Context: an optimization exercise on an open-source flow, tuned for small area, a short achievable clock period and few clock cycles per item. The choices shown serve that exercise and are no tape-out recipe. Function was checked by simulation only, so behaviour that the tests miss may differ from the original. Power figures rest on the tool's default switching activity, not on a simulated workload.

==> flow/design.v <==
module wave_codec (
    input  wire        clk,
    input  wire        rst,         
    input  wire        start,       
    input  wire [7:0]  cfg_q,       
    input  wire        cfg_pred2,   
    input  wire        in_valid,
    output wire        in_ready,
    input  wire [31:0] in_sample,   
    output wire        out_valid,
    input  wire        out_ready,
    output wire [7:0]  out_byte
);
    localparam [2:0] S_A   = 3'd0,    
                     S_B   = 3'd1,    
                     S_DIV = 3'd2,    
                     S_W   = 3'd3,    
                     S_I   = 3'd4;    
    reg [2:0]  state;
    reg        rdy;         
    reg [12:0] s8;          
    reg [14:0] s8x3;        
    reg        ll;          
    reg        pred2;
    reg [32:0] r1;          
    reg [34:0] xa;          
    reg        neg;
    reg [34:0] dq;          
    reg [12:0] rem;         
    reg [2:0]  lo3;         
    reg [3:0]  cnt;
    reg [34:0] zz;
    reg        ov;
    wire [15:0] remf = {rem, lo3};
    wire [15:0] h16  = {1'b0, s8, 2'b00};
    wire [15:0] u    = neg ? h16 : remf;
    wire [15:0] v    = neg ? remf : h16;
    wire [17:0] rlo  = {2'b0, xr[15:0]} + {2'b0, v} - {2'b0, u};
    wire [31:0] xr   = pred2 ? ~xa[32:1] : ~xa[31:0];    
    wire [16:0] xhi  = {xr[31], xr[31:16]};
    wire [16:0] xhp  = xhi + 17'd1;
    wire [16:0] xhm  = xhi - 17'd1;
    wire [16:0] rhi  = rlo[17] ? xhm : rlo[16] ? xhp : xhi;
    wire [32:0] rp   = {rhi, rlo[15:0]};
    wire [34:0] xs   = {{3{in_sample[31]}}, in_sample};
    wire [34:0] ra   = {{2{r1[32]}}, r1};
    wire [34:0] ua   = pred2 ? {18'd0, u, 1'b0} : {19'd0, u};
    wire [34:0] va   = pred2 ? ~{18'd0, v, 1'b0} : ~{19'd0, v};
    wire [34:0] hh   = {19'd0, h16};
    wire [34:0] cs1  = xa ^ ra ^ hh;
    wire [34:0] cc1  = {(xa[33:0] & ra[33:0]) | (xa[33:0] & hh[33:0]) | (ra[33:0] & hh[33:0]), 1'b1};
    wire [34:0] cs2  = cs1 ^ cc1 ^ ua;
    wire [34:0] cc2  = {(cs1[33:0] & cc1[33:0]) | (cs1[33:0] & ua[33:0]) | (cc1[33:0] & ua[33:0]), ll};
    wire [34:0] cs3  = cs2 ^ cc2 ^ va;
    wire [34:0] cc3  = {(cs2[33:0] & cc2[33:0]) | (cs2[33:0] & va[33:0]) | (cc2[33:0] & va[33:0]), 1'b0};
    wire [34:0] ap   = cs3 ^ cc3 ^ xs;
    wire [34:0] bp   = {(cs3[33:0] & cc3[33:0]) | (cs3[33:0] & xs[33:0]) | (cc3[33:0] & xs[33:0]), 1'b0};
    reg  [34:0] gg, pp;
    integer i, j;
    always @* begin
        gg = ap & bp;
        pp = ap ^ bp;
        for (i = 1; i <= 6; i = i + 1)
            for (j = (1 << i) - 1; j < 35; j = j + (1 << i)) begin
                gg[j] = gg[j] | (pp[j] & gg[j - (1 << (i - 1))]);
                pp[j] = pp[j] & pp[j - (1 << (i - 1))];
            end
        for (i = 6; i > 0; i = i - 1)
            for (j = (1 << i) + (1 << (i - 1)) - 1; j < 35; j = j + (1 << i)) begin
                gg[j] = gg[j] | (pp[j] & gg[j - (1 << (i - 1))]);
                pp[j] = pp[j] & pp[j - (1 << (i - 1))];
            end
    end
    wire [34:0] hp   = ap ^ bp;
    wire [34:0] w0   = hp ^ {gg[33:0], 1'b0};
    wire [34:0] w1   = hp ^ {gg[33:0] | pp[33:0], 1'b1};
    wire        neg_a = w0[34];
    wire [33:0] num_a = neg_a ? ~w0[33:0] : (ll ? w0[33:0] : w1[33:0]);
    wire [30:0] nq  = dq[33:3];
    wire c2  = ~|nq[30:15] & (nq[14:2]  < s8);
    wire c4  = ~|nq[30:17] & (nq[16:4]  < s8);
    wire c6  = ~|nq[30:19] & (nq[18:6]  < s8);
    wire c8  = ~|nq[30:21] & (nq[20:8]  < s8);
    wire c12 = ~|nq[30:25] & (nq[24:12] < s8);
    wire o2  = c2;
    wire o4  = c4  & ~c2;
    wire o6  = c6  & ~c4;
    wire o8  = c8  & ~c6;
    wire o12 = c12 & ~c8;
    wire o24 = ~c12;
    wire [14:0] tt_b =
          ({15{o2 }} & nq[14:0])
        | ({15{o4 }} & nq[16:2])
        | ({15{o6 }} & nq[18:4])
        | ({15{o8 }} & nq[20:6])
        | ({15{o12}} & nq[24:10])
        | ({15{o24}} & {6'd0, nq[30:22]});
    wire [32:0] dq_b =
          ({33{o4 }} & {nq[1:0],  31'd0})
        | ({33{o6 }} & {nq[3:0],  29'd0})
        | ({33{o8 }} & {nq[5:0],  27'd0})
        | ({33{o12}} & {nq[9:0],  23'd0})
        | ({33{o24}} & {nq[21:0], 11'd0});
    wire [3:0] cnt_b =
          ({4{o4 }} & 4'd1) | ({4{o6 }} & 4'd2) | ({4{o8 }} & 4'd3)
        | ({4{o12}} & 4'd5) | ({4{o24}} & 4'd11);
    wire        in_b = (state == S_B);
    wire [14:0] tt  = in_b ? tt_b : {rem, dq[34:33]};
    wire [32:0] dqs = in_b ? dq_b : dq[32:0];
    wire [15:0] d1  = {1'b0, tt} - {3'b0, s8};
    wire [15:0] d2  = {1'b0, tt} - {2'b0, s8, 1'b0};
    wire [15:0] d3  = {1'b0, tt} - {1'b0, s8x3};
    wire        g1  = ~d1[15];
    wire        g2  = ~d2[15];
    wire        g3  = ~d3[15];
    wire [12:0] rem_s = g3 ? d3[12:0] : g2 ? d2[12:0] : g1 ? d1[12:0] : tt[12:0];
    wire [34:0] dq_s  = {dqs, g2, g3 | (g1 & ~g2)};
    wire done_s = in_b ? (ll | o2) : (state == S_DIV) & (cnt == 4'd1);
    wire [34:0] zsrc = (in_b & ll) | (state == S_W) ? dq : dq_s;
    wire more   = |zz[34:7];
    wire can_ld = ~ov | (out_ready & ~more);
    wire ld_z   = can_ld & (done_s | (state == S_W));
    assign in_ready  = rdy;
    assign out_valid = ov;
    assign out_byte  = {more, zz[6:0]};
    wire [12:0] s8_in = {s8[5:0], 7'd0} - {5'd0, s8[5:0], 2'd0} + {7'd0, s8[5:0]};
    always @(posedge clk) begin
        if (rst) begin
            state <= S_A;
            rdy   <= 1'b1;
            ov    <= 1'b0;
        end else begin
            if (ld_z) begin
                zz <= {zsrc[33:0], neg};
                ov <= 1'b1;
            end else if (ov & out_ready) begin
                zz <= {7'd0, zz[34:7]};
                if (~more) ov <= 1'b0;
            end
            case (state)
                S_A, S_I: begin
                    if (start) begin
                        s8    <= {7'd0, cfg_q[5:0]};
                        ll    <= (cfg_q[5:0] == 6'd0);
                        pred2 <= cfg_pred2;
                        r1    <= 33'd0;
                        xa    <= {35{1'b1}};
                        neg   <= 1'b0;
                        rdy   <= 1'b0;
                        state <= S_I;
                    end else if (state == S_I) begin
                        s8    <= s8_in;
                        s8x3  <= {1'b0, s8[5:0], 8'd0} + {2'b0, s8[5:0], 7'd0} - {6'd0, s8[5:0], 3'd0} - {9'd0, s8[5:0]};
                        rem   <= {1'b0, s8_in[12:1]};
                        lo3   <= {s8_in[0], 2'b00};
                        rdy   <= 1'b1;
                        state <= S_A;
                    end else if (in_valid) begin
                        r1    <= pred2 ? rp : 33'd0;
                        xa    <= pred2 ? ~(xs << 1) : ~xs;
                        rdy   <= 1'b0;
                        neg   <= neg_a;
                        dq    <= {1'b0, num_a};
                        rem   <= 13'd0;
                        lo3   <= ll ? 3'd0 : num_a[2:0];
                        state <= S_B;
                    end
                end
                S_B: begin
                    if (~ll) begin
                        rem <= rem_s;
                        dq  <= dq_s;
                        cnt <= cnt_b;
                    end
                    if (done_s) begin
                        state <= ld_z ? S_A : S_W;
                        rdy   <= ld_z;
                    end else
                        state <= S_DIV;
                end
                S_DIV: begin
                    rem <= rem_s;
                    dq  <= dq_s;
                    cnt <= cnt - 4'd1;
                    if (done_s) begin
                        state <= ld_z ? S_A : S_W;
                        rdy   <= ld_z;
                    end
                end
                S_W: begin
                    if (ld_z) begin
                        state <= S_A;
                        rdy   <= 1'b1;
                    end
                end
                default: state <= S_A;
            endcase
        end
    end
endmodule
==> flow/run.sh <==
#!/bin/bash
# synth_recipe.tcl (not shown) runs the flow's synth.tcl, then flattens the netlist and writes it again
# the make line also repeats each setting of config.mk as NAME=value (left out here)
make -C /OpenROAD-flow-scripts/flow DESIGN_CONFIG=/design/flow/config.mk WORK_HOME=/design/flow/orfs CLKGATE_MAP_FILE= SYNTH_SCRIPT=/design/flow/synth_recipe.tcl finish
==> flow/config.mk <==
export PLATFORM = sky130hd
export DESIGN_NAME = wave_codec
export DESIGN_NICKNAME = wave_codec
export VERILOG_FILES = /design/flow/design.v
export SDC_FILE = /design/flow/constraint.sdc
export NUM_CORES = 4
export LEC_CHECK = 0
export CAP_MARGIN = 20
export CORE_MARGIN = 2
export CORE_UTILIZATION = 55
export PLACE_DENSITY = 0.65
export SETUP_SLACK_MARGIN = 5
export SLEW_MARGIN = 20
export TNS_END_PERCENT = 100
==> flow/constraint.sdc <==
create_clock -name core_clock -period 12.0 [get_ports {clk}]
set_input_delay 2.4000 -clock core_clock [delete_from_list [all_inputs] [get_ports {clk}]]
set_output_delay 2.4000 -clock core_clock [all_outputs]
set_load 0.01 [all_outputs]
==> flow_metrics.env, run 1 <==
export IMPL_core_area_um2=38600
export IMPL_synth_cells=2415
export IMPL_clk_latency_ns=0.49
export IMPL_ir_worst_vdd_mv=0.210
export IMPL_multiInputGateArea_um2=14600
export IMPL_dp_hpwl_um=47500
export IMPL_wl_per_cell_um=21.0
export IMPL_cts_root_buf="clkbuf_16"
export IMPL_seq_area_um2=5720
export IMPL_drive_gt1_share_pct=5.72
export IMPL_track_usage_pct=30.5
export IMPL_drtIter0Drc=1774
export IMPL_path_delay_family="compound AO/OA/AOI/OAI gates"
export IMPL_power_density_nw_per_um2=242
export IMPL_num_antenna_cells=0
export IMPL_slew_headroom_pct=31.3
export IMPL_leakagePower_nw=9.88
export IMPL_place_ws_ns=4.70
export IMPL_crit_fanout=15
export IMPL_ys_ff_latch=192
export IMPL_clk_pin_slew_worst_paths_ns=0.09
export IMPL_whs_path_depth=2
export IMPL_max_freq_ghz=0.149
export IMPL_hold_violations=0
export IMPL_grt_setup_unrepaired="no"
export IMPL_slowest_stage="a2111oi_0"
export IMPL_worst_path_buf_inv=2
export IMPL_synthSimpleGateAreaFrac_pct=14.6
export IMPL_finalWirelength_um=61600
export IMPL_cts_tree="built"
export IMPL_grt_max_degree=68
export IMPL_worstMarginPinSlew_ns=1.03
export IMPL_synth_xor_area_share_pct=4.14
export IMPL_postSynthAreaPerCell_um2=8.94
export IMPL_final_cell_mix="nand2_1, ha_1, inv_1, edfxtp_1, nor2_1"
export IMPL_fin_skew_ns=0.0181
export IMPL_critical_path_required_ns=12.24
export IMPL_grt_antenna_before_repair=0
export IMPL_hp_class="reg -> reg"
export IMPL_num_vias=18200
export IMPL_nets=2800
export IMPL_worst_slack_ns=5.27
export IMPL_max_cap_violations=0
export IMPL_synth_nets=2817
export IMPL_outcome="complete, no violations"
export IMPL_grt_pass1_wl_um=96800
export IMPL_portBuffers=53
export IMPL_crit_cells=20
export IMPL_synthesis_area_um2=21600
export IMPL_drc_errors=0
export IMPL_ios=56
export IMPL_initial_core_util_pct=55.8
export IMPL_gp_congestion=0.935
export IMPL_muxShareOfSynthArea_pct=5.81
export IMPL_routed_via_density=6.21
export IMPL_synth_adder_area_share_pct=24.7
export IMPL_synth_flop_cell="edfxtp_1"
export IMPL_reg2reg_depth=20
export IMPL_synth_cell_types=75
export IMPL_ant_nets=0
export IMPL_fillers=3401
export IMPL_crit_chain="inv_1 -> ha_1 -> a21oi_1 -> o21ai_0 -> a2111oi_0 -> and2_1 -> nor2_4 -> buf_4 -> a221o_1 -> o22ai_1 -> ha_1 -> nor2b_1 -> o31a_1 -> a41o_1 -> nor4_1 -> o41ai_1 -> and3_1 -> o211ai_1 -> a311oi_1 -> a21o_1"
export IMPL_area_growth_syn_to_layout_pct=8.05
export IMPL_first_global_vias=17500
export IMPL_arrival_ns=6.97
export IMPL_h_tree_depth=4
export IMPL_setup_viol=0
export IMPL_final_max_slew_viol_count=0
export IMPL_slowest_delay_ns=0.77
export IMPL_yosysSeqAreaShare_pct=26.5
export IMPL_clk_path_buf_depth=2
export IMPL_total_power_w=0.00565
export IMPL_synth_compound_area_share_pct=17.7
export IMPL_synth_edf_count=187
export IMPL_fin_tns_setup_ns=0
export IMPL_die_x_um=202
export IMPL_layout_commonest_cell="nand2_1"
export IMPL_async_reset_ff_share_pct=0
export IMPL_endpoint_kind="register"
export IMPL_numCtsBuffers=17
export IMPL_drt_first_pass_iters=9
export IMPL_cp_start_kind="register"
export IMPL_fin_crit_sh_pct=56.1
export IMPL_cp_common_cell="ha_1"
export IMPL_rows=72
export IMPL_period_needed_ns=6.73
export IMPL_synth_warnings=1
export IMPL_crit_type="reg -> reg"
export IMPL_die_y_um=202
export IMPL_overflow=0
export IMPL_cts_sinks=192
export IMPL_die_area_um2=40800
export IMPL_synth_top_family_by_area="adder cells"
==> state kept, by name (all words and copies together), names as in the netlist, 4 cells and up <==
name	count
xa	33
dq	35
s8x3	15
cnt	4
r1	33
s8	13
rem	13
zz	35
==> area by class of cell <==
type                       instances  share of cell area, %
tap                              518                   2.78
sequential                       192                   24.5
clock buffer                      17                   1.82
inverter                         241                   3.91
clock inverter                    15                  0.799
multi-input combinational       1858                   62.6
timing repair buffer              88                   3.62
==> per-stage QoR <==
step	area [um2]	util, %	hold WS (ns)	instances
floorplan	21600	-	0.522	2415
global placement	22500	58.3	0.541	2891
detailed placement	22600	58.4	0.545	2892
CTS	23200	60.0	0.560	2924
global route	23300	60.3	0.593	2929
finish	23300	60.3	0.548	2929
==> worst paths after layout <==
| check | endpoint | from | slack [ns] |
|---|---|---|---|
| setup reg to reg | zz[1]$_DFFE_PP_ | s8[8]$_SDFFCE_PP0P_ | 5.27 |
| setup / recovery | zz[1]$_DFFE_PP_ | s8[8]$_SDFFCE_PP0P_ | 5.27 |
| hold / removal | rdy$_SDFFE_PP1P_ | rdy$_SDFFE_PP1P_ | 0.55 |
| hold reg to reg | rdy$_SDFFE_PP1P_ | rdy$_SDFFE_PP1P_ | 0.55 |
==> power by group <==
part | switching (W) | internal (W)
Sequential | 0.000220 | 0.000941
Clock | 0.000311 | 0.000301
Combinational | 0.00228 | 0.00160
Total | 0.00281 | 0.00284
==> worst reg2reg max path, cell delays in order, from the launching register on <==
cell and delay (ns):
edfxtp_1 0.51, inv_1 0.50, ha_1 0.38, a21oi_1 0.15, o21ai_0 0.10, a2111oi_0 0.77
and2_1 0.34, nor2_4 0.12, buf_4 0.21, a221o_1 0.36, o22ai_1 0.33, ha_1 0.25
nor2b_1 0.07, o31a_1 0.28, a41o_1 0.27, nor4_1 0.31, o41ai_1 0.21, and3_1 0.24
o211ai_1 0.63, a311oi_1 0.25, a21o_1 0.22
==> routing by layer <==
metal / wire length, um / vias up / track usage, %
met2: 27500 / 717 / 48.3
met5: 0 / - / 0
met3: 4820 / 155 / 5.37
met4: 2240 / 0 / 11.1
met1: 27100 / 8699 / 42.1
li1: - / 8606 / -
==> synthesized netlist by cell type, drive strengths merged (6+ instances only) <==
cell type / instances / share of area, %
a22oi: 24 / 0.83
o21a: 17 / 0.59
nor4: 26 / 0.85
fa: 117 / 11
nand3: 31 / 0.72
buf: 23 / 0.60
a222oi: 9 / 0.42
edfxtp: 187 / 26
or2: 6 / 0.17
o31ai: 9 / 0.31
and2: 21 / 0.61
nor2: 171 / 3.0
a211oi: 32 / 1.1
a21o: 38 / 1.3
xnor2: 63 / 2.6
clkbuf: 101 / 1.8
o21ai: 169 / 3.9
nand4: 18 / 0.52
inv: 241 / 4.2
a41oi: 7 / 0.28
a21boi: 6 / 0.21
a221oi: 20 / 0.81
xor2: 39 / 1.6
nor2b: 14 / 0.41
nand2b: 26 / 0.75
and4: 7 / 0.28
nor3: 50 / 1.2
and3: 21 / 0.61
or3: 18 / 0.52
ha: 239 / 14
mux2i: 86 / 4.0
mux2: 35 / 1.8
o22ai: 12 / 0.35
nand2: 254 / 4.4
a31oi: 33 / 0.96
o21bai: 11 / 0.38
a21oi: 147 / 3.4
o211ai: 9 / 0.31
==> timing repair <==
item                                    CTS  global route
endpoints found under the setup margin   16            22
cloned                                    0             0
setup buffers                             0             4
hold buffers                              0             0
endpoints found under the hold margin     0             0
resized for setup                         6            14
==> cell families after synthesis <==
group,Yosys count
AOI/OAI and AO/OA,600
xor gates and xnor gates,102
adders and majority gates,356
buffers and inverters,365
DFF,192
muxes,121
and+or+nand+nor,679
Testbench counts, summed over its fixed seeds: cycles 25,884, items 9,600.
==> run 2, diff against run 1 <==
--- a/flow/config.mk
+++ b/flow/config.mk
@@ -9,6 +9,6 @@
 export CORE_MARGIN = 2
 export CORE_UTILIZATION = 55
 export PLACE_DENSITY = 0.65
-export SETUP_SLACK_MARGIN = 5
+export SETUP_SLACK_MARGIN = 4
 export SLEW_MARGIN = 20
 export TNS_END_PERCENT = 100
==> flow_metrics.env, run 2 <==
export IMPL_die_x_um=202
export IMPL_postSynthAreaPerCell_um2=8.94
export IMPL_slowest_stage="a31oi_1"
export IMPL_met2_length_um=27500
export IMPL_first_global_vias=17500
export IMPL_ios=56
export IMPL_clk_path_buf_depth=2
export IMPL_synth_most_common_cell="nand2_1"
export IMPL_track_usage_pct=30.5
export IMPL_critical_path_required_ns=12.24
export IMPL_synth_nets=2817
export IMPL_clkPwrFrac_pct=10.9
export IMPL_fin_tns_setup_ns=0
export IMPL_synth_flop_cell="edfxtp_1"
export IMPL_yosysSeqAreaShare_pct=26.5
export IMPL_synth_top_area_share_pct=26.0
export IMPL_arrival_ns=7.66
export IMPL_ir_worst_vdd_mv=0.190
export IMPL_instances_no_fill=2925
export IMPL_drt_first_pass_iters=9
export IMPL_synth_commonest_cells="nand2_1, ha_1, inv_1"
export IMPL_setup_viol=0
export IMPL_drive_gt1_share_pct=5.07
export IMPL_power_density_nw_per_um2=243
export IMPL_hp_class="reg -> reg"
export IMPL_area_growth_syn_to_layout_pct=7.53
export IMPL_synth_warnings=1
export IMPL_fin_crit_sh_pct=61.8
export IMPL_clk_latency_ns=0.49
export IMPL_fin_util_pct=60.0
export IMPL_swShare_pct=49.8
export IMPL_ys_top_cells_by_area="edfxtp_1, ha_1, fa_1"
export IMPL_power_frac_comb_pct=68.5
export IMPL_path_delay_family="compound AO/OA/AOI/OAI gates"
export IMPL_leakagePower_nw=9.86
export IMPL_nets=2796
export IMPL_drtIter0Drc=1766
export IMPL_grt_setup_unrepaired="no"
export IMPL_grt_max_degree=68
export IMPL_num_vias=18200
export IMPL_wl_met1_um=27000
export IMPL_ant_nets=0
export IMPL_worst_path_buf_inv=2
export IMPL_fin_skew_ns=0.0193
export IMPL_crit_type="reg -> reg"
export IMPL_grt_antenna_before_repair=0
export IMPL_rows=72
export IMPL_dp_hpwl_um=47500
export IMPL_crit_chain="inv_1 -> ha_1 -> nor2_1 -> or4_1 -> o32ai_1 -> o211a_1 -> a22oi_1 -> a31oi_1 -> inv_1 -> ha_1 -> fa_1 -> nor2b_1 -> o21ai_0 -> a21boi_0 -> o221ai_1 -> a21oi_1 -> a211oi_1 -> o211ai_1 -> a311oi_1 -> a21o_1"
export IMPL_final_max_slew_viol_count=0
export IMPL_gp_congestion=0.935
export IMPL_multiInputGateArea_um2=14500
export IMPL_die_area_um2=40800
export IMPL_initial_core_util_pct=55.8
export IMPL_slew_headroom_pct=30.9
export IMPL_max_cap_violations=0
export IMPL_wl_met3_um=4970
export IMPL_postCtsResizedCells=0
export IMPL_dp_cells=2892
export IMPL_total_power_w=0.00564
export IMPL_synth_edf_count=187
export IMPL_final_cell_mix="nand2_1, inv_1, ha_1, edfxtp_1, nor2_1"
export IMPL_layout_commonest_cell="nand2_1"
export IMPL_synthesis_area_um2=21600
export IMPL_topRoutingLayerUsed="met4"
export IMPL_worstMarginPinSlew_ns=1.03
export IMPL_async_reset_ff_share_pct=0
export IMPL_outcome="complete, no violations"
export IMPL_h_tree_depth=4
export IMPL_cts_setup_buffers=0
export IMPL_wl_per_cell_um=21.0
export IMPL_cts_tree="built"
export IMPL_cp_start_kind="register"
export IMPL_grt_pass1_wl_um=96800
export IMPL_p_switching_w=0.00281
export IMPL_overflow=0
export IMPL_die_y_um=202
export IMPL_largest_registers="dq x35, zz x35"
export IMPL_period_needed_ns=7.42
export IMPL_endpoint_kind="register"
export IMPL_finalWirelength_um=61600
export IMPL_synth_cell_types=75
export IMPL_synth_area_leader_cell="edfxtp_1"
export IMPL_num_antenna_cells=0
export IMPL_slowest_delay_ns=0.70
export IMPL_cts_sinks=192
export IMPL_hold_violations=0
export IMPL_sequentialPowerShare_pct=20.6
export IMPL_ys_ff_latch=192
export IMPL_core_area_um2=38600
export IMPL_numCtsBuffers=17
export IMPL_internal_power_w=0.00283
export IMPL_routed_via_density=6.21
export IMPL_seq_area_um2=5720
export IMPL_drc_errors=0
export IMPL_crit_fanout=21
export IMPL_synth_cells=2415
export IMPL_cts_root_buf="clkbuf_16"
export IMPL_cts_hold_buf=0
export IMPL_fillers=3408
export IMPL_clk_pin_slew_worst_paths_ns=0.09
export IMPL_portBuffers=53
export IMPL_max_freq_ghz=0.135
[run 2: cell count changes in the layout (fill, tap and decap cells not counted), moves of 2 or more]
cell,delta
clkinvlp_4,-2
a211oi_2,-2
buf_4,-2
a31oi_1,+2
inv_1,+2
a211oi_1,+2
nor2_1,+2
[run 2: worst min-delay path: cells and delay by family (launching register included)]
kind	cells	cell delay, ns
AOI/OAI and AO/OA	1	0.06
and+or+nand+nor	1	0.11
DFF	1	0.35
[run 2: layer usage]
metal / global-route usage, % / vias up
li1: - / 8601
met1: 41.8 / 8681
met2: 48.3 / 746
met3: 5.64 / 147
met4: 11.2 / 0
met5: 0 / -
[run 2: path summary, 6_finish.rpt]
kind	start	to	slack, ns	cells past startpoint
worst max register to register	s8[4]$_DFFE_PP_	zz[1]$_DFFE_PP_	4.58	20
worst max-delay path	s8[4]$_DFFE_PP_	zz[1]$_DFFE_PP_	4.58	20
worst min register to register	rdy$_SDFFE_PP1P_	rdy$_SDFFE_PP1P_	0.55	2
worst min-delay path	rdy$_SDFFE_PP1P_	rdy$_SDFFE_PP1P_	0.55	2
[run 2: kinds of logic after synthesis]
group | count (synthesis) | synth area share [%]
and+or+nand+nor | 679 | 14.6
AOI/OAI and AO/OA | 600 | 17.7
buffers and inverters | 365 | 6.55
adders and majority gates | 356 | 24.7
DFF | 192 | 26.5
muxes | 121 | 5.81
xor gates and xnor gates | 102 | 4.14
[run 2: final cells by class]
type | instances | area share [%]
Clock buffer | 17 | 1.83
Multi-Input combinational cell | 1858 | 62.6
Clock inverter | 15 | 0.803
Tap cell | 518 | 2.79
Timing Repair Buffer | 84 | 3.46
Inverter | 241 | 3.90
Sequential cell | 192 | 24.6
[run 2: stage by stage]
step                instance area, um2  hold WS (ns)  setup WS [ns]
detailed placement               22600         0.545           4.70
global route                     23200         0.593           4.03
CTS                              23200         0.560           4.70
floorplan                        21600         0.522           5.21
global placement                 22500         0.541           4.72
finish                           23200         0.549           4.58
[run 2: power groups by stage]
stage | combinational, W | clock (W) | sequential (W)
detailed placement | 0.00379 | 0 | 0.00116
global route | 0.00434 | 0.000639 | 0.00116
CTS | 0.00381 | 0.000618 | 0.00114
finish | 0.00387 | 0.000614 | 0.00116
global placement | 0.00369 | 0 | 0.00116
floorplan | 0.00295 | 0 | 0.00101
==> run 3, diff against run 2 <==
--- a/flow/config.mk
+++ b/flow/config.mk
@@ -7,8 +7,8 @@
 export LEC_CHECK = 0
 export CAP_MARGIN = 20
 export CORE_MARGIN = 2
-export CORE_UTILIZATION = 55
-export PLACE_DENSITY = 0.65
-export SETUP_SLACK_MARGIN = 4
+export CORE_UTILIZATION = 60
+export PLACE_DENSITY = 0.7
+export SETUP_SLACK_MARGIN = 5
 export SLEW_MARGIN = 20
 export TNS_END_PERCENT = 100
==> flow_metrics.env, run 3 <==
export IMPL_outcome="complete, no violations"
export IMPL_num_vias=18400
export IMPL_clkPwrFrac_pct=10.5
export IMPL_leakagePower_nw=9.91
export IMPL_grt_util_met3_pct=6.28
export IMPL_core_area_um2=35500
export IMPL_drt_first_pass_iters=8
export IMPL_ys_ff_latch=192
export IMPL_cp_common_cell="fa_1"
export IMPL_drc_errors=0
export IMPL_grt_setup_unrepaired="yes"
export IMPL_dp_hpwl_um=46900
export IMPL_grt_antenna_before_repair=2
export IMPL_swShare_pct=49.8
export IMPL_hold_violations=0
export IMPL_die_area_um2=37500
export IMPL_critical_path_required_ns=12.22
export IMPL_p_switching_w=0.00282
export IMPL_ys_top_cells_by_area="edfxtp_1, ha_1, fa_1"
export IMPL_drtIter0Drc=2009
export IMPL_grt_met1_usage_pct=45.3
export IMPL_final_cell_mix="nand2_1, inv_1, ha_1, edfxtp_1, nor2_1"
export IMPL_overflow=0
export IMPL_total_power_w=0.00567
export IMPL_endpoint_kind="register"
export IMPL_fin_crit_sh_pct=55.9
export IMPL_clk_latency_ns=0.48
export IMPL_arrival_ns=6.93
export IMPL_synth_commonest_cells="nand2_1, ha_1, inv_1"
export IMPL_wl_per_cell_um=21.3
export IMPL_drive_gt1_share_pct=5.79
export IMPL_fin_tns_setup_ns=0
export IMPL_largest_registers="dq x35, zz x35"
export IMPL_fin_skew_ns=0.0229
export IMPL_crit_chain="buf_8 -> mux2i_1 -> mux2i_1 -> fa_1 -> inv_1 -> fa_1 -> inv_1 -> fa_1 -> ha_1 -> o21ai_0 -> o21ai_0 -> nand2_1 -> o21ai_1 -> a31oi_1 -> o21bai_1 -> a21oi_1 -> fa_1 -> o31ai_1 -> mux2i_1 -> xnor2_1 -> mux2_2"
export IMPL_cts_hold_buf=0
export IMPL_final_max_slew_viol_count=0
export IMPL_initial_core_util_pct=60.8
export IMPL_hp_class="reg -> reg"
export IMPL_synth_top_area_share_pct=26.0
export IMPL_path_delay_family="adder cells"
export IMPL_power_frac_comb_pct=69.6
export IMPL_first_global_vias=17900
export IMPL_ir_worst_vdd_mv=0.184
export IMPL_slew_headroom_pct=33.5
export IMPL_internal_power_w=0.00285
export IMPL_worstMarginPinSlew_ns=0.991
export IMPL_max_freq_ghz=0.149
export IMPL_power_density_nw_per_um2=244
export IMPL_gp_congestion=0.971
export IMPL_die_x_um=194
export IMPL_busiest_layer="met2"
export IMPL_clk_path_buf_depth=2
export IMPL_numCtsBuffers=17
export IMPL_num_antenna_cells=0
export IMPL_cts_tree="built"
export IMPL_synth_warnings=1
export IMPL_yosysSeqAreaShare_pct=26.5
export IMPL_holdWs_ns=0.554
export IMPL_slowest_stage="fa_1"
export IMPL_h_tree_depth=4
export IMPL_sequentialPowerShare_pct=19.9
export IMPL_ios=56
export IMPL_setup_viol=0
export IMPL_cp_start_kind="register"
export IMPL_die_y_um=194
export IMPL_worst_slack_ns=5.30
export IMPL_nets=2807
export IMPL_crit_fanout=50
export IMPL_worst_path_buf_inv=3
export IMPL_synthesis_area_um2=21600
export IMPL_portBuffers=53
export IMPL_ant_nets=0
export IMPL_cts_root_buf="clkbuf_16"
export IMPL_finalWirelength_um=61400
export IMPL_layout_commonest_cell="nand2_1"
export IMPL_grt_pass1_wl_um=97400
export IMPL_place_ws_ns=4.67
export IMPL_slowest_delay_ns=0.56
export IMPL_rows=69
export IMPL_clk_pin_slew_worst_paths_ns=0.08
export IMPL_period_needed_ns=6.70
export IMPL_max_cap_violations=0
export IMPL_grt_max_degree=82
export IMPL_area_growth_syn_to_layout_pct=7.78
export IMPL_track_usage_pct=32.9
export IMPL_postSynthAreaPerCell_um2=8.94
export IMPL_routed_via_density=6.41
export IMPL_synth_area_leader_cell="edfxtp_1"
export IMPL_synth_edf_count=187
export IMPL_synth_nets=2817
export IMPL_synth_cell_types=75
export IMPL_async_reset_ff_share_pct=0
export IMPL_grtUsageMet2_pct=52.0
export IMPL_cts_sinks=192
export IMPL_synth_flop_cell="edfxtp_1"
export IMPL_crit_type="reg -> reg"
export IMPL_synth_cells=2415
export IMPL_synth_most_common_cell="nand2_1"
export IMPL_fin_util_pct=65.6
## run 3: cell counts after synthesis
No cell type changed its count.
## run 3: logic make-up (layout without fill, tap and decap cells)
group	after synthesis	in the layout	synth area share [%]
AOI/OAI and AO/OA	600	600	17.7
adders and majority gates	356	356	24.7
buffers and inverters	365	368	6.55
xor gates and xnor gates	102	102	4.14
DFF	192	192	26.5
and+or+nand+nor	679	679	14.6
muxes	121	121	5.81
## run 3: layout make-up
type | count | area, um2
clock buffers | 20 | 447
clock inverters | 12 | 149
fillers | 2969 | 12200
inverters | 241 | 905
multi-input cells | 1858 | 14600
flip-flops and latches | 192 | 5720
well taps | 461 | 577
repair buffers | 95 | 896
## run 3: through the flow
stage	instances	area [um2]
floorplan	2415	21600
global placement	2839	22500
detailed placement	2841	22500
CTS	2873	23100
global route	2879	23300
finish	2879	23300
## run 3: tightest hold or removal path, stage by stage (launching register included)
cell,delay (ns)
dfxtp_1,0.34
nor2_1,0.10
o21bai_1,0.07
## run 3: path summary, 6_finish.rpt
check	from	depth (start not counted)	endpoint	slack (ns)
worst min register to register	rdy$_SDFFE_PP1P_	2	rdy$_SDFFE_PP1P_	0.55
worst max-delay path	neg$_SDFFCE_PP0P_	21	dq[27]$_DFFE_PP_	5.30
worst min-delay path	rdy$_SDFFE_PP1P_	2	rdy$_SDFFE_PP1P_	0.55
worst max register to register	neg$_SDFFCE_PP0P_	21	dq[27]$_DFFE_PP_	5.30
## run 3: power groups by stage
stage | Combinational, W | Clock (W) | Sequential, W
after detailed placement | 0.00386 | 0 | 0.00113
final | 0.00394 | 0.000596 | 0.00113
after floorplan | 0.00295 | 0 | 0.00101
after CTS | 0.00388 | 0.000596 | 0.00111
after global routing | 0.00444 | 0.000625 | 0.00113
after global placement | 0.00374 | 0 | 0.00113
## run 3: what timing repair did
| item | in CTS | in global routing |
|---|---|---|
| setup buffers | 0 | 5 |
| resized for setup | 3 | 12 |
| gates cloned | 0 | 0 |
| setup endpoints to repair | 16 | 37 |
## run 3: per-layer routing
| layer | wire [um] | part of all wire (%) | up-vias |
|---|---|---|---|
| met5 | 0 | 0 | - |
| met4 | 2130 | 3.5 | 0 |
| met3 | 5550 | 9.0 | 163 |
| met2 | 27800 | 45 | 868 |
| met1 | 25900 | 42 | 8790 |
| li1 | - | - | 8628 |
==> run 4, diff against run 3 <==
==> flow/flow/run.sh (new file) <==
#!/bin/bash
set -euo pipefail
bash standard.sh finish SETUP_SLACK_MARGIN=6 TNS_END_PERCENT=100 > layout_make.log 2>&1
==> flow/standard.sh (new file) <==
#!/bin/bash
# synth_recipe.tcl (not shown) runs the flow's synth.tcl, then flattens the netlist and writes it again
# the make line also repeats each setting of config.mk as NAME=value (left out here)
make -C /OpenROAD-flow-scripts/flow DESIGN_CONFIG=/design/flow/config.mk WORK_HOME=/design/flow/orfs CLKGATE_MAP_FILE= SYNTH_SCRIPT=/design/flow/synth_recipe.tcl "${@:-finish}"
--- a/flow/config.mk
+++ b/flow/config.mk
@@ -7,8 +7,6 @@
 export LEC_CHECK = 0
 export CAP_MARGIN = 20
 export CORE_MARGIN = 2
-export CORE_UTILIZATION = 60
-export PLACE_DENSITY = 0.7
-export SETUP_SLACK_MARGIN = 5
+export CORE_UTILIZATION = 55
+export PLACE_DENSITY = 0.65
 export SLEW_MARGIN = 20
-export TNS_END_PERCENT = 100
removed: flow/run.sh
==> flow_metrics.env, run 4 <==
export IMPL_worstMarginPinSlew_ns=1.05
export IMPL_crit_chain="clkdlybuf4s50_1 -> inv_2 -> fa_1 -> inv_1 -> ha_4 -> a21oi_4 -> o21ai_4 -> nor4_4 -> o211ai_1 -> a41o_1 -> or3_4 -> buf_12 -> mux2i_4 -> xnor2_2 -> mux2_2"
export IMPL_cts_tree="built"
export IMPL_hp_class="reg -> reg"
export IMPL_cts_root_buf="clkbuf_16"
export IMPL_gp_congestion=0.934
export IMPL_fin_crit_sh_pct=50.6
export IMPL_power_density_nw_per_um2=262
export IMPL_cts_hold_buf=0
export IMPL_first_global_vias=18000
export IMPL_clk_pin_slew_worst_paths_ns=0.08
export IMPL_drc_errors=0
export IMPL_synth_most_common_cell="nand2_1"
export IMPL_ios=56
export IMPL_clk_path_buf_depth=2
export IMPL_area_growth_syn_to_layout_pct=15.3
export IMPL_grt_max_degree=68
export IMPL_slowest_delay_ns=0.57
export IMPL_max_freq_ghz=0.165
export IMPL_hold_violations=0
export IMPL_ant_nets=0
export IMPL_num_antenna_cells=0
export IMPL_final_cell_mix="nand2_1, inv_1, ha_1, edfxtp_1, nor2_1"
export IMPL_ys_ff_latch=192
export IMPL_synth_cell_types=75
export IMPL_h_tree_depth=4
export IMPL_placed_area_um2=22600
export IMPL_grt_pass1_wl_um=99900
export IMPL_worst_slack_ns=5.93
export IMPL_rows=72
export IMPL_ys_top_cells_by_area="edfxtp_1, ha_1, fa_1"
export IMPL_outcome="complete, no violations"
export IMPL_async_reset_ff_share_pct=0
export IMPL_place_ws_ns=4.84
export IMPL_synth_flop_cell="edfxtp_1"
export IMPL_clk_latency_ns=0.48
export IMPL_final_max_slew_viol_count=0
export IMPL_crit_fanout=7
export IMPL_fin_area_um2=24900
export IMPL_synth_cells=2415
export IMPL_die_x_um=202
export IMPL_arrival_ns=6.29
export IMPL_die_y_um=202
export IMPL_endpoint_kind="register"
export IMPL_crit_type="in -> reg"
export IMPL_track_usage_pct=31.5
export IMPL_numCtsBuffers=17
export IMPL_synth_area_leader_cell="edfxtp_1"
export IMPL_routed_via_density=6.24
export IMPL_r2r_start="neg$_SDFFCE_PP0P_"
export IMPL_fin_tns_setup_ns=0
export IMPL_finalWirelength_um=65700
export IMPL_drive_gt1_share_pct=13.2
export IMPL_portBuffers=53
export IMPL_slowest_stage="fa_1"
export IMPL_synth_top_area_share_pct=26.0
export IMPL_max_cap_violations=0
export IMPL_cp_start_kind="input port"
export IMPL_core_area_um2=38600
export IMPL_critical_path_required_ns=12.23
export IMPL_ir_worst_vdd_mv=0.196
export IMPL_largest_registers="dq x35, zz x35"
export IMPL_reg2reg_depth=21
export IMPL_dp_hpwl_um=47500
export IMPL_synth_commonest_cells="nand2_1, ha_1, inv_1"
export IMPL_slew_headroom_pct=29.3
export IMPL_worst_path_buf_inv=4
export IMPL_die_area_um2=40800
export IMPL_synth_nets=2817
export IMPL_grt_antenna_before_repair=1
export IMPL_whs_path_depth=2
export IMPL_leakagePower_nw=10.4
export IMPL_total_power_w=0.00653
export IMPL_nets=2873
export IMPL_period_needed_ns=6.07
export IMPL_worstReg2RegEnd="dq[27]$_DFFE_PP_"
export IMPL_drtIter0Drc=2058
export IMPL_layout_commonest_cell="nand2_1"
export IMPL_cts_sinks=192
export IMPL_synth_warnings=1
export IMPL_synth_edf_count=187
export IMPL_yosysSeqAreaShare_pct=26.5
export IMPL_overflow=0
export IMPL_grt_setup_unrepaired="yes"
export IMPL_initial_core_util_pct=55.8
export IMPL_cp_startpoint="in_sample[20]"
export IMPL_setup_viol=0
export IMPL_synthesis_area_um2=21600
export IMPL_wl_per_cell_um=21.9
export IMPL_fin_util_pct=64.4
export IMPL_regToRegSetupSlack_ns=6.01
export IMPL_drt_first_pass_iters=9
export IMPL_hold_path_startpoint="zz[19]$_DFFE_PP_"
export IMPL_postSynthAreaPerCell_um2=8.94
export IMPL_path_delay_family="compound AO/OA/AOI/OAI gates"
export IMPL_fin_skew_ns=0.0178
export IMPL_num_vias=18700
export IMPL_hold_end="zz[12]$_DFFE_PP_"
[run 4: cell count changes in the layout (fill, tap and decap cells not counted), sizes merged]
cell | previous run | this run
buf | 42 | 103
bufinv | 1 | 0
clkbuf | 20 | 21
clkdlybuf4s50 | 53 | 32
clkinv | 6 | 10
clkinvlp | 0 | 9
dlygate4sd2 | 0 | 7
dlymetal6s2s | 0 | 14
inv | 246 | 237
o211a | 4 | 5
[run 4: power by group]
group          switching (W)  total (W)  internal (W)
sequential          0.000205    0.00115      0.000941
combinational        0.00268    0.00478       0.00210
clock               0.000317   0.000601      0.000284
total                0.00320    0.00653       0.00333
[run 4: layout make-up]
| type | instances | area [um2] |
|---|---|---|
| Multi-Input combinational cell | 1859 | 15400 |
| Fill cell | 3171 | 13800 |
| Sequential cell | 192 | 5720 |
| Timing Repair Buffer | 160 | 1550 |
| Inverter | 241 | 931 |
| Tap cell | 518 | 648 |
| Clock buffer | 17 | 425 |
| Clock inverter | 15 | 199 |
[run 4: logic make-up after synthesis]
logic type               synth area share [%]
XOR/XNOR                                 4.14
adder cells (fa/ha/maj)                  24.7
AND/OR/NAND/NOR                          14.6
buffers and inverters                    6.55
AO/OA/AOI/OAI                            17.7
multiplexers                             5.81
flip-flops                               26.5
[run 4: metrics by stage]
stage	cells	hold slack, ns
after floorplan	2415	0.522
after global placement	2892	0.543
after detailed placement	2893	0.543
after CTS	2961	0.564
after global routing	3002	0.592
final	3002	0.560
[run 4: per-layer routing]
| metal | wire length [um] | global-route usage [%] | vias up |
|---|---|---|---|
| met2 | 30000 | 50.1 | 764 |
| met3 | 5570 | 6.42 | 151 |
| met5 | 12 | 0 | - |
| li1 | - | - | 8769 |
| met1 | 28100 | 43.4 | 9054 |
| met4 | 1950 | 9.85 | 2 |
[run 4: worst max path at each step]
| stage | slack (ns) | to | cells past startpoint |
|---|---|---|---|
| 5_1_grt | 5.79 | dq[28]$_DFFE_PP_ | 20 |
| 2_1_floorplan | 6.01 | dq[33]$_DFFE_PP_ | 25 |
| 4_1_cts | 6.00 | dq[19]$_DFFE_PP_ | 13 |
| 6_report | 5.93 | dq[27]$_DFFE_PP_ | 15 |
| 3_5_place_dp | 4.84 | zz[1]$_DFFE_PP_ | 18 |
| 3_3_place_gp | 4.89 | zz[1]$_DFFE_PP_ | 18 |
[run 4: worst register-to-register path, stage by stage, from the launching register on]
cell	delay, ns
edfxtp_1	0.44
buf_12	0.18
buf_12	0.17
mux2i_4	0.30
mux2i_1	0.13
fa_1	0.55
inv_1	0.05
fa_1	0.48
inv_1	0.05
fa_1	0.47
ha_1	0.38
nand2_1	0.11
nor2_1	0.21
nand2_1	0.18
o211ai_1	0.50
buf_4	0.21
a21oi_2	0.06
or3_4	0.43
buf_12	0.18
mux2i_4	0.20
xnor2_2	0.18
mux2_2	0.28
[run 4: what timing repair did]
action	CTS	global route
gates resized for setup	95	119
hold endpoints to repair	0	0
cloned	1	4
pin swaps	19	41
setup endpoints to repair	50	40
buffers inserted	35	36
==> run 5, diff against run 4 <==
--- a/flow/config.mk
+++ b/flow/config.mk
@@ -7,6 +7,6 @@
 export LEC_CHECK = 0
 export CAP_MARGIN = 20
 export CORE_MARGIN = 2
-export CORE_UTILIZATION = 55
-export PLACE_DENSITY = 0.65
+export CORE_UTILIZATION = 60
+export PLACE_DENSITY = 0.7
 export SLEW_MARGIN = 20
==> flow_metrics.env, run 5 <==
export IMPL_hp_class="reg -> reg"
export IMPL_r2r_start="s8[11]$_SDFFCE_PP0P_"
export IMPL_max_freq_ghz=0.168
export IMPL_num_vias=18900
export IMPL_placed_area_um2=22500
export IMPL_synth_top_area_share_pct=26.0
export IMPL_area_growth_syn_to_layout_pct=15.5
export IMPL_nets=2882
export IMPL_die_area_um2=37500
export IMPL_track_usage_pct=33.7
export IMPL_ys_top_cells_by_area="edfxtp_1, ha_1, fa_1"
export IMPL_die_y_um=194
export IMPL_crit_fanout=7
export IMPL_reg2reg_depth=19
export IMPL_slew_headroom_pct=31.3
export IMPL_synthesis_area_um2=21600
export IMPL_cp_start_kind="input port"
export IMPL_grt_max_degree=85
export IMPL_ir_worst_vdd_mv=0.206
export IMPL_setup_viol=0
export IMPL_clk_pin_slew_worst_paths_ns=0.07
export IMPL_fin_area_um2=24900
export IMPL_dp_cells=2836
export IMPL_synth_most_common_cell="nand2_1"
export IMPL_routed_via_density=6.40
export IMPL_instances_no_fill=2954
export IMPL_max_cap_violations=0
export IMPL_numCtsBuffers=17
export IMPL_hold_end="rdy$_SDFFE_PP1P_"
export IMPL_die_x_um=194
export IMPL_rows=69
export IMPL_portBuffers=53
export IMPL_synth_edf_count=187
export IMPL_grt_antenna_before_repair=0
export IMPL_leakagePower_nw=10.5
export IMPL_crit_type="in -> reg"
export IMPL_drt_first_pass_iters=9
export IMPL_clk_path_buf_depth=2
export IMPL_initial_core_util_pct=60.8
export IMPL_layout_commonest_cell="nand2_1"
export IMPL_path_delay_family="buffers and inverters"
export IMPL_gp_congestion=0.944
export IMPL_final_max_slew_viol_count=0
export IMPL_slowest_delay_ns=0.59
export IMPL_finalWirelength_um=65100
export IMPL_fin_tns_setup_ns=0
export IMPL_postSynthAreaPerCell_um2=8.94
export IMPL_clk_latency_ns=0.47
export IMPL_worst_path_buf_inv=4
export IMPL_fin_skew_ns=0.0138
export IMPL_synth_warnings=1
export IMPL_num_antenna_cells=0
export IMPL_grt_setup_unrepaired="yes"
export IMPL_whs_path_depth=2
export IMPL_ant_nets=0
export IMPL_regToRegSetupSlack_ns=6.11
export IMPL_first_global_vias=18000
export IMPL_cts_sinks=192
export IMPL_hold_violations=0
export IMPL_slowest_stage="fa_1"
export IMPL_critical_path_required_ns=12.22
export IMPL_arrival_ns=6.17
export IMPL_ios=56
export IMPL_hold_path_startpoint="rdy$_SDFFE_PP1P_"
export IMPL_ys_ff_latch=192
export IMPL_overflow=0
export IMPL_synth_cell_types=75
export IMPL_yosysSeqAreaShare_pct=26.5
export IMPL_drive_gt1_share_pct=13.5
export IMPL_async_reset_ff_share_pct=0
export IMPL_endpoint_kind="register"
export IMPL_largest_registers="dq x35, zz x35"
export IMPL_synth_cells=2415
export IMPL_synth_nets=2817
export IMPL_wl_per_cell_um=22.1
export IMPL_synth_commonest_cells="nand2_1, ha_1, inv_1"
export IMPL_worstMarginPinSlew_ns=1.03
export IMPL_synth_area_leader_cell="edfxtp_1"
export IMPL_outcome="complete, no violations"
export IMPL_h_tree_depth=4
export IMPL_cts_root_buf="clkbuf_16"
export IMPL_core_area_um2=35500
export IMPL_power_density_nw_per_um2=261
export IMPL_holdWs_ns=0.547
export IMPL_cts_tree="built"
export IMPL_worstReg2RegEnd="rem[11]$_DFFE_PP_"
export IMPL_drtIter0Drc=2162
export IMPL_synth_flop_cell="edfxtp_1"
export IMPL_fin_crit_sh_pct=49.6
export IMPL_period_needed_ns=5.95
export IMPL_dp_hpwl_um=47200
export IMPL_drc_errors=0
export IMPL_fin_util_pct=70.3
export IMPL_cp_common_cell="buf_4"
export IMPL_final_cell_mix="nand2_1, inv_1, ha_1, edfxtp_1, nor2_1"
export IMPL_grt_pass1_wl_um=98900
export IMPL_crit_chain="clkdlybuf4s50_1 -> fa_1 -> ha_2 -> nor3_2 -> o21bai_2 -> nand2_4 -> o211ai_1 -> buf_4 -> buf_4 -> a41o_1 -> or3_4 -> buf_12 -> mux2i_4 -> xnor2_2 -> mux2_2"
run 5: cell counts after synthesis:
No cell type changed its count.
run 5: cell type report:
class	instances	area, um2
Tap cell	461	577
Fill cell	2815	10500
Sequential cell	192	5720
Clock buffer	17	425
Multi-Input combinational cell	1859	15500
Inverter	241	931
Clock inverter	15	168
Timing Repair Buffer	169	1640
run 5: worst max path at each step:
stage                                     from                 to  slack [ns]  cells past startpoint
after global routing         neg$_SDFFCE_PP0P_   dq[27]$_DFFE_PP_        5.94                     22
after detailed placement          in_sample[2]   dq[27]$_DFFE_PP_        4.92                     15
after floorplan                pred2$_DFFE_PP_   dq[33]$_DFFE_PP_        6.01                     25
final                             in_sample[5]   dq[27]$_DFFE_PP_        6.05                     15
after CTS                 s8[12]$_SDFFCE_PP0P_  rem[11]$_DFFE_PP_        5.97                     19
after global placement            in_sample[2]   dq[27]$_DFFE_PP_        4.97                     15
run 5: metal layers:
layer / vias up / GRT usage [%] / part of all wire, %
met5: - / 0 / 0
met4: 0 / 13.1 / 3.7
met3: 175 / 6.82 / 9.7
met2: 875 / 53.0 / 46
met1: 9058 / 46.0 / 41
li1: 8784 / - / -
run 5: timing repair:
| action | CTS | global route |
|---|---|---|
| buffers inserted | 34 | 46 |
| resized for setup | 81 | 144 |
| pin swaps | 20 | 41 |
| endpoints found under the setup margin | 52 | 40 |
| gates cloned | 1 | 4 |
| hold buffers | 0 | 0 |
run 5: per-stage QoR:
stage | power, W | setup slack [ns]
5_1_grt | 0.00696 | 5.94
4_1_cts | 0.00586 | 5.97
2_1_floorplan | 0.00397 | 6.01
3_3_place_gp | 0.00490 | 4.97
6_report | 0.00650 | 6.05
3_5_place_dp | 0.00501 | 4.92
run 5: worst register-to-register path, stage by stage (launching register included):
cell and delay [ns]:
edfxtp_1 0.49, clkinvlp_4 0.31, ha_1 0.39, nand4_1 0.16
or4_4 0.61, o32ai_4 0.39, nor3_1 0.10, buf_4 0.23
a221oi_1 0.37, a31oi_2 0.22, ha_1 0.40, o21a_1 0.14
o31a_1 0.21, a41o_1 0.31, nor4_4 0.06, o41ai_2 0.31
and3_1 0.28, nor3_2 0.09, a22o_1 0.26, o32a_1 0.31
run 5: cell families after synthesis:
| family | share of synthesized area (%) |
|---|---|
| and+or+nand+nor | 14.6 |
| AOI/OAI and AO/OA | 17.7 |
| buffers and inverters | 6.55 |
| adders and majority gates | 24.7 |
| DFF | 26.5 |
| muxes | 5.81 |
| xor gates and xnor gates | 4.14 |
run 5: where the power goes:
part           leakage [nW]  switching [W]  internal [W]
sequential             1.76       0.000216      0.000941
combinational          8.48        0.00267       0.00206
clock                 0.292       0.000301      0.000298
==> run 6, diff against run 5 <==
==> flow/flow/run.sh (replaced) <==
#!/bin/bash
set -euo pipefail
bash standard.sh finish SETUP_SLACK_MARGIN=6.5 TNS_END_PERCENT=100 > layout_make.log 2>&1
--- a/flow/config.mk
+++ b/flow/config.mk
@@ -7,6 +7,6 @@
 export LEC_CHECK = 0
 export CAP_MARGIN = 20
 export CORE_MARGIN = 2
-export CORE_UTILIZATION = 60
-export PLACE_DENSITY = 0.7
+export CORE_UTILIZATION = 55
+export PLACE_DENSITY = 0.65
 export SLEW_MARGIN = 20
==> flow_metrics.env, run 6 <==
export IMPL_drive_gt1_share_pct=21.2
export IMPL_initial_core_util_pct=55.8
export IMPL_r2r_start="s8[11]$_SDFFCE_PP0P_"
export IMPL_place_ws_ns=4.90
export IMPL_synthesis_area_um2=21600
export IMPL_synth_nets=2817
export IMPL_period_needed_ns=5.86
export IMPL_ir_worst_vdd_mv=0.225
export IMPL_crit_chain="buf_6 -> fa_1 -> fa_1 -> inv_1 -> fa_1 -> inv_2 -> fa_1 -> ha_4 -> a21o_1 -> a21o_1 -> a221oi_4 -> o211ai_1 -> buf_4 -> a41o_1 -> or3_4 -> buf_12 -> mux2i_1 -> xor2_1 -> mux2i_1"
export IMPL_synth_warnings=1
export IMPL_critical_path_required_ns=12.22
export IMPL_synth_edf_count=187
export IMPL_largest_registers="dq x35, zz x35"
export IMPL_die_y_um=202
export IMPL_die_area_um2=40800
export IMPL_h_tree_depth=4
export IMPL_cts_tree="built"
export IMPL_cts_sinks=192
export IMPL_fin_area_um2=26600
export IMPL_num_antenna_cells=0
export IMPL_finalWirelength_um=70600
export IMPL_reg2reg_depth=19
export IMPL_num_vias=19800
export IMPL_cp_startpoint="s8[11]$_SDFFCE_PP0P_"
export IMPL_drt_first_pass_iters=10
export IMPL_fin_tns_setup_ns=0
export IMPL_cts_root_buf="clkbuf_16"
export IMPL_hold_path_startpoint="rdy$_SDFFE_PP1P_"
export IMPL_grt_antenna_before_repair=2
export IMPL_endpoint="dq[23]$_DFFE_PP_"
export IMPL_gp_congestion=0.928
export IMPL_slowest_stage="fa_1"
export IMPL_clk_path_buf_depth=2
export IMPL_leakagePower_nw=11.0
export IMPL_path_delay_family="adder cells"
export IMPL_yosysSeqAreaShare_pct=26.5
export IMPL_synth_flop_cell="edfxtp_1"
export IMPL_dp_hpwl_um=47400
export IMPL_fin_skew_ns=0.0224
export IMPL_fin_util_pct=68.8
export IMPL_grt_max_degree=68
export IMPL_rows=72
export IMPL_crit_type="reg -> reg"
export IMPL_clk_latency_ns=0.49
export IMPL_synth_commonest_cells="nand2_1, ha_1, inv_1"
export IMPL_wl_per_cell_um=22.7
export IMPL_ant_nets=0
export IMPL_regToRegSetupSlack_ns=6.14
export IMPL_overflow=0
export IMPL_cp_common_cell="fa_1"
export IMPL_outcome="complete, no violations"
export IMPL_nets=2980
export IMPL_die_x_um=202
export IMPL_max_freq_ghz=0.171
export IMPL_routed_via_density=6.37
export IMPL_area_growth_syn_to_layout_pct=23.1
export IMPL_synth_cell_types=75
export IMPL_slew_headroom_pct=27.6
export IMPL_track_usage_pct=33.5
export IMPL_grt_setup_unrepaired="yes"
export IMPL_worstReg2RegEnd="dq[23]$_DFFE_PP_"
export IMPL_postSynthAreaPerCell_um2=8.94
export IMPL_hold_violations=0
export IMPL_synth_most_common_cell="nand2_1"
export IMPL_cts_hold_buf=0
export IMPL_ys_ff_latch=192
export IMPL_drtIter0Drc=2118
export IMPL_final_max_slew_viol_count=0
export IMPL_synth_cells=2415
export IMPL_async_reset_ff_share_pct=0
export IMPL_core_area_um2=38600
export IMPL_crit_fanout=7
export IMPL_slowest_delay_ns=0.54
export IMPL_setup_viol=0
export IMPL_hp_class="reg -> reg"
export IMPL_instances_no_fill=3109
export IMPL_ys_top_cells_by_area="edfxtp_1, ha_1, fa_1"
export IMPL_clk_pin_slew_worst_paths_ns=0.09
export IMPL_power_density_nw_per_um2=286
export IMPL_first_global_vias=19200
export IMPL_ios=56
export IMPL_cp_start_kind="register"
export IMPL_placed_area_um2=22800
export IMPL_worstMarginPinSlew_ns=1.08
export IMPL_numCtsBuffers=17
export IMPL_grt_pass1_wl_um=106000
export IMPL_arrival_ns=6.09
export IMPL_crit_cells=19
export IMPL_drc_errors=0
export IMPL_worst_slack_ns=6.14
export IMPL_portBuffers=53
export IMPL_final_cell_mix="nand2_1, inv_1, ha_1, edfxtp_1, buf_4"
export IMPL_max_cap_violations=0
export IMPL_fin_crit_sh_pct=48.9
export IMPL_multiInputGateArea_um2=16300
export IMPL_synth_top_area_share_pct=26.0
export IMPL_worst_path_buf_inv=5
export IMPL_seq_area_um2=5720
export IMPL_endpoint_kind="register"
export IMPL_dp_cells=2892
export IMPL_layout_commonest_cell="nand2_1"
export IMPL_fillers=2952
export IMPL_synth_area_leader_cell="edfxtp_1"
run 6: cell counts after synthesis:
No cell type changed its count.
run 6: worst min path at each step:
stage | to | cells after the start
after floorplan | zz[1]$_DFFE_PP_ | 1
after global placement | rdy$_SDFFE_PP1P_ | 2
after detailed placement | rdy$_SDFFE_PP1P_ | 2
after CTS | rdy$_SDFFE_PP1P_ | 2
after global routing | zz[16]$_DFFE_PP_ | 2
final | rdy$_SDFFE_PP1P_ | 2
run 6: per-stage QoR:
step	power [W]	hold slack, ns
4_1_cts	0.00657	0.558
5_1_grt	0.00806	0.597
3_5_place_dp	0.00509	0.546
2_1_floorplan	0.00412	0.522
3_3_place_gp	0.00498	0.536
6_report	0.00759	0.550
run 6: final cells by class:
cell class                 count  share of cell area [%]
sequential                   192                    21.5
multi-input combinational   1861                    61.2
inverter                     241                    3.51
timing repair buffer         265                    9.06
clock inverter                15                   0.683
clock buffer                  17                    1.60
tap                          518                    2.44
run 6: report_power, final:
| part | switching [W] | leakage [nW] | internal [W] | total [W] |
|---|---|---|---|---|
| Combinational | 0.00318 | 8.94 | 0.00268 | 0.00585 |
| Clock | 0.000327 | 0.297 | 0.000284 | 0.000611 |
| Sequential | 0.000187 | 1.76 | 0.000941 | 0.00113 |
run 6: layer usage:
layer	GRT usage, %	vias up	share of wire (%)
met5	0	-	0.018
met4	15.5	2	5.0
met3	6.85	282	9.9
met2	52.7	1106	45
met1	44.7	9419	40
li1	-	8987	-
run 6: kinds of logic after synthesis:
logic type                 after synthesis  share of synthesized area [%]
xor gates and xnor gates               102                           4.14
adders and majority gates              356                           24.7
muxes                                  121                           5.81
buffers and inverters                  365                           6.55
AOI/OAI and AO/OA                      600                           17.7
and+or+nand+nor                        679                           14.6
DFF                                    192                           26.5
run 6: worst min-delay path, delay by kind of cell (launching register included):
family	cells	cell delay, ns
AO/OA/AOI/OAI	1	0.06
flip-flops	1	0.34
AND/OR/NAND/NOR	1	0.11
run 6: repair_timing:
action / 4_1_cts / 5_1_grt
endpoints found under the hold margin: 0 / 0
buffers inserted: 106 / 65
gates cloned: 7 / 6
gates resized for setup: 221 / 167
setup endpoints to repair: 52 / 51
pin swaps: 86 / 69
==> run 7, diff against run 6 <==
==> flow/flow/run.sh (replaced) <==
#!/bin/bash
set -euo pipefail
bash standard.sh finish SETUP_SLACK_MARGIN=5.5 TNS_END_PERCENT=100 > layout_make.log 2>&1
==> flow_metrics.env, run 7 <==
export IMPL_clkPwrFrac_pct=10.5
export IMPL_drtIter0Drc=1674
export IMPL_synthesis_area_um2=21600
export IMPL_critical_path_required_ns=12.34
export IMPL_area_growth_syn_to_layout_pct=9.49
export IMPL_synth_flop_cell="edfxtp_1"
export IMPL_worstMarginPinSlew_ns=1.20
export IMPL_leakagePower_nw=9.99
export IMPL_overflow=0
export IMPL_setup_viol=0
export IMPL_cts_tree="built"
export IMPL_synth_commonest_cells="nand2_1, ha_1, inv_1"
export IMPL_max_cap_violations=0
export IMPL_layout_commonest_cell="nand2_1"
export IMPL_crit_type="reg -> reg"
export IMPL_fin_skew_ns=0.0149
export IMPL_instances_no_fill=2948
export IMPL_fin_crit_sh_pct=52.8
export IMPL_num_antenna_cells=0
export IMPL_power_frac_comb_pct=69.6
export IMPL_multiInputGateArea_um2=14700
export IMPL_rows=72
export IMPL_nets=2819
export IMPL_ant_nets=0
export IMPL_synth_warnings=1
export IMPL_drc_errors=0
export IMPL_die_x_um=202
export IMPL_hold_violations=0
export IMPL_outcome="complete, no violations"
export IMPL_p_switching_w=0.00288
export IMPL_die_area_um2=40800
export IMPL_fin_util_pct=61.1
export IMPL_dp_cells=2894
export IMPL_die_y_um=202
export IMPL_synth_top_area_share_pct=26.0
export IMPL_core_area_um2=38600
export IMPL_ir_worst_vdd_mv=0.178
export IMPL_synth_cell_types=75
export IMPL_final_max_slew_viol_count=0
export IMPL_clk_path_buf_depth=2
export IMPL_initial_core_util_pct=55.8
export IMPL_grt_max_degree=68
export IMPL_synth_area_leader_cell="edfxtp_1"
export IMPL_grt_setup_unrepaired="yes"
export IMPL_cts_root_buf="clkbuf_16"
export IMPL_period_needed_ns=6.34
export IMPL_hp_class="reg -> reg"
export IMPL_crit_fanout=21
export IMPL_power_density_nw_per_um2=243
export IMPL_drive_gt1_share_pct=7.57
export IMPL_synth_nets=2817
export IMPL_yosysSeqAreaShare_pct=26.5
export IMPL_ys_top_cells_by_area="edfxtp_1, ha_1, fa_1"
export IMPL_numCtsBuffers=17
export IMPL_synth_cells=2415
export IMPL_dp_hpwl_um=47500
export IMPL_track_usage_pct=30.8
export IMPL_fillers=3337
export IMPL_num_vias=18300
export IMPL_grt_pass1_wl_um=98400
export IMPL_clk_latency_ns=0.48
export IMPL_async_reset_ff_share_pct=0
export IMPL_max_freq_ghz=0.158
export IMPL_finalWirelength_um=62200
export IMPL_first_global_vias=17900
export IMPL_regToRegSetupSlack_ns=5.66
export IMPL_arrival_ns=6.68
export IMPL_fin_tns_setup_ns=0
export IMPL_drt_first_pass_iters=6
export IMPL_ys_ff_latch=192
export IMPL_h_tree_depth=4
export IMPL_cts_hold_buf=0
export IMPL_portBuffers=53
export IMPL_seq_area_um2=5720
export IMPL_synth_edf_count=187
export IMPL_grt_antenna_before_repair=0
export IMPL_largest_registers="dq x35, zz x35"
export IMPL_synth_most_common_cell="nand2_1"
export IMPL_routed_via_density=6.20
export IMPL_gp_congestion=0.925
export IMPL_postSynthAreaPerCell_um2=8.94
export IMPL_final_cell_mix="nand2_1, ha_1, inv_1, edfxtp_1, nor2_1"
export IMPL_cp_start_kind="register"
export IMPL_ios=56
export IMPL_swShare_pct=50.1
export IMPL_internal_power_w=0.00287
export IMPL_sequentialPowerShare_pct=19.9
export IMPL_wl_per_cell_um=21.1
export IMPL_cts_sinks=192
export IMPL_clk_pin_slew_worst_paths_ns=0.09
export IMPL_slew_headroom_pct=19.0
export IMPL_endpoint_kind="register"
[run 7: cell count changes in the layout (fill, tap and decap cells not counted), sizes merged, moves of 4 or more]
cell	change
inv	+4
clkinvlp	-4
buf	-155
dlygate4sd2	-28
clkdlybuf4s50	+29
[run 7: repair_timing]
item,4_1_cts,5_1_grt
endpoints found under the setup margin,30,36
resized for setup,16,39
endpoints found under the hold margin,0,0
setup buffers,2,18
pin swaps,1,3
cloned,0,1
[run 7: stage by stage]
step | worst slack (ns) | area [um2] | hold slack [ns] | power (W)
after CTS | 5.48 | 23300 | 0.556 | 0.00559
after detailed placement | 4.65 | 22600 | 0.544 | 0.00497
after floorplan | 5.57 | 21600 | 0.522 | 0.00397
final | 5.66 | 23600 | 0.555 | 0.00574
after global routing | 5.44 | 23600 | 0.569 | 0.00627
after global placement | 4.73 | 22600 | 0.540 | 0.00487
[run 7: final timing paths]
check                            start           endpoint  cells after the start
setup / recovery  s8[10]$_SDFFCE_PP0P_  rem[11]$_DFFE_PP_                     17
hold / removal        rdy$_SDFFE_PP1P_   rdy$_SDFFE_PP1P_                      2
setup reg to reg  s8[10]$_SDFFCE_PP0P_  rem[11]$_DFFE_PP_                     17
hold reg to reg       rdy$_SDFFE_PP1P_   rdy$_SDFFE_PP1P_                      2
[run 7: layout make-up]
cell class	count	area share [%]
Sequential cell	192	24.2
Clock buffer	17	1.80
Tap cell	518	2.74
Timing Repair Buffer	107	4.27
Multi-Input combinational cell	1858	62.3
Clock inverter	15	0.784
Inverter	241	3.88
[run 7: power groups by stage]
stage / combinational, W / clock, W / sequential, W
after CTS: 0.00386 / 0.000610 / 0.00113
final: 0.00400 / 0.000604 / 0.00114
after floorplan: 0.00296 / 0 / 0.00101
after global placement: 0.00373 / 0 / 0.00114
after global routing: 0.00449 / 0.000632 / 0.00114
after detailed placement: 0.00383 / 0 / 0.00114
[run 7: cell families (layout without fill, tap and decap cells)]
family	count (synthesis)	after routing	share of synthesized area, %
AO/OA/AOI/OAI	600	600	17.7
XOR/XNOR	102	102	4.14
adder cells (fa/ha/maj)	356	356	24.7
buffers and inverters	365	380	6.55
flip-flops	192	192	26.5
multiplexers	121	121	5.81
AND/OR/NAND/NOR	679	679	14.6
[run 7: layer usage]
layer	vias up	wire, um	track usage, %
met4	0	2050	11.3
met3	152	4700	4.69
met1	8780	27400	42.5
met5	-	0	0
li1	8657	-	-
met2	678	28100	49.3
[run 7: critical path: stages (launching register included)]
cell        delay [ns]
edfxtp_1          0.52
clkinvlp_4        0.34
ha_1              0.39
nand4_1           0.15
or4_1             0.60
o32ai_2           0.46
o211a_4           0.40
a22oi_1           0.13
a31oi_2           0.39
ha_1              0.33
o21ai_0           0.20
a21oi_1           0.13
o211ai_1          0.28
o21ai_1           0.19
o31ai_1           1.03
o21ai_0           0.23
a31oi_1           0.19
o32a_1            0.21

-- separate check: timing with driven ports --
How much do the figures lean on ideal ports? The routed layouts below were timed once more, with nothing changed but the port constraints. Step 1 (the two cells are an assumption about what drives the block):
set clk [get_ports {clk}]
set_driving_cell -lib_cell sky130_fd_sc_hd__clkbuf_16 $clk
set_driving_cell -lib_cell sky130_fd_sc_hd__buf_2 [delete_from_list [all_inputs] $clk]
Step 2, shift: input delay + t, output delay - t, t = (earliest + latest rising clock arrival at the registers) / 2. This alone moves slack from input paths to output paths. Three values: no drivers, after step 1, after step 2; two values: the first two.
run	t (ns)	setup WS [ns]	worst hold slack (ns)	slew at the worst register clock pin (ns)	worst data-port slew with drivers (ns)
run 1	0.532	5.269 / 5.269 / 4.936	0.548 / 0.548 / 0.548	0.09 / 0.09	0.04
run 2	0.531	4.579 / 4.579 / 4.579	0.549 / 0.549 / 0.549	0.09 / 0.09	0.04
run 3	0.522	5.295 / 5.295 / 4.808	0.554 / 0.554 / 0.554	0.09 / 0.09	0.05
run 4	0.524	5.934 / 5.967 / 5.443	0.560 / 0.560 / 0.560	0.09 / 0.09	0.04
run 5	0.522	6.049 / 6.065 / 5.543	0.547 / 0.547 / 0.547	0.09 / 0.09	0.05
run 6	0.536	6.136 / 6.136 / 5.672	0.550 / 0.550 / 0.550	0.09 / 0.09	0.05
run 7	0.536	5.659 / 5.659 / 5.166	0.555 / 0.555 / 0.555	0.09 / 0.09	0.04
After both steps every run listed still meets setup and hold. For run 5, which loses most, drivers alone change the setup slack by +0.016 ns; drivers and shift together by -0.506 ns.
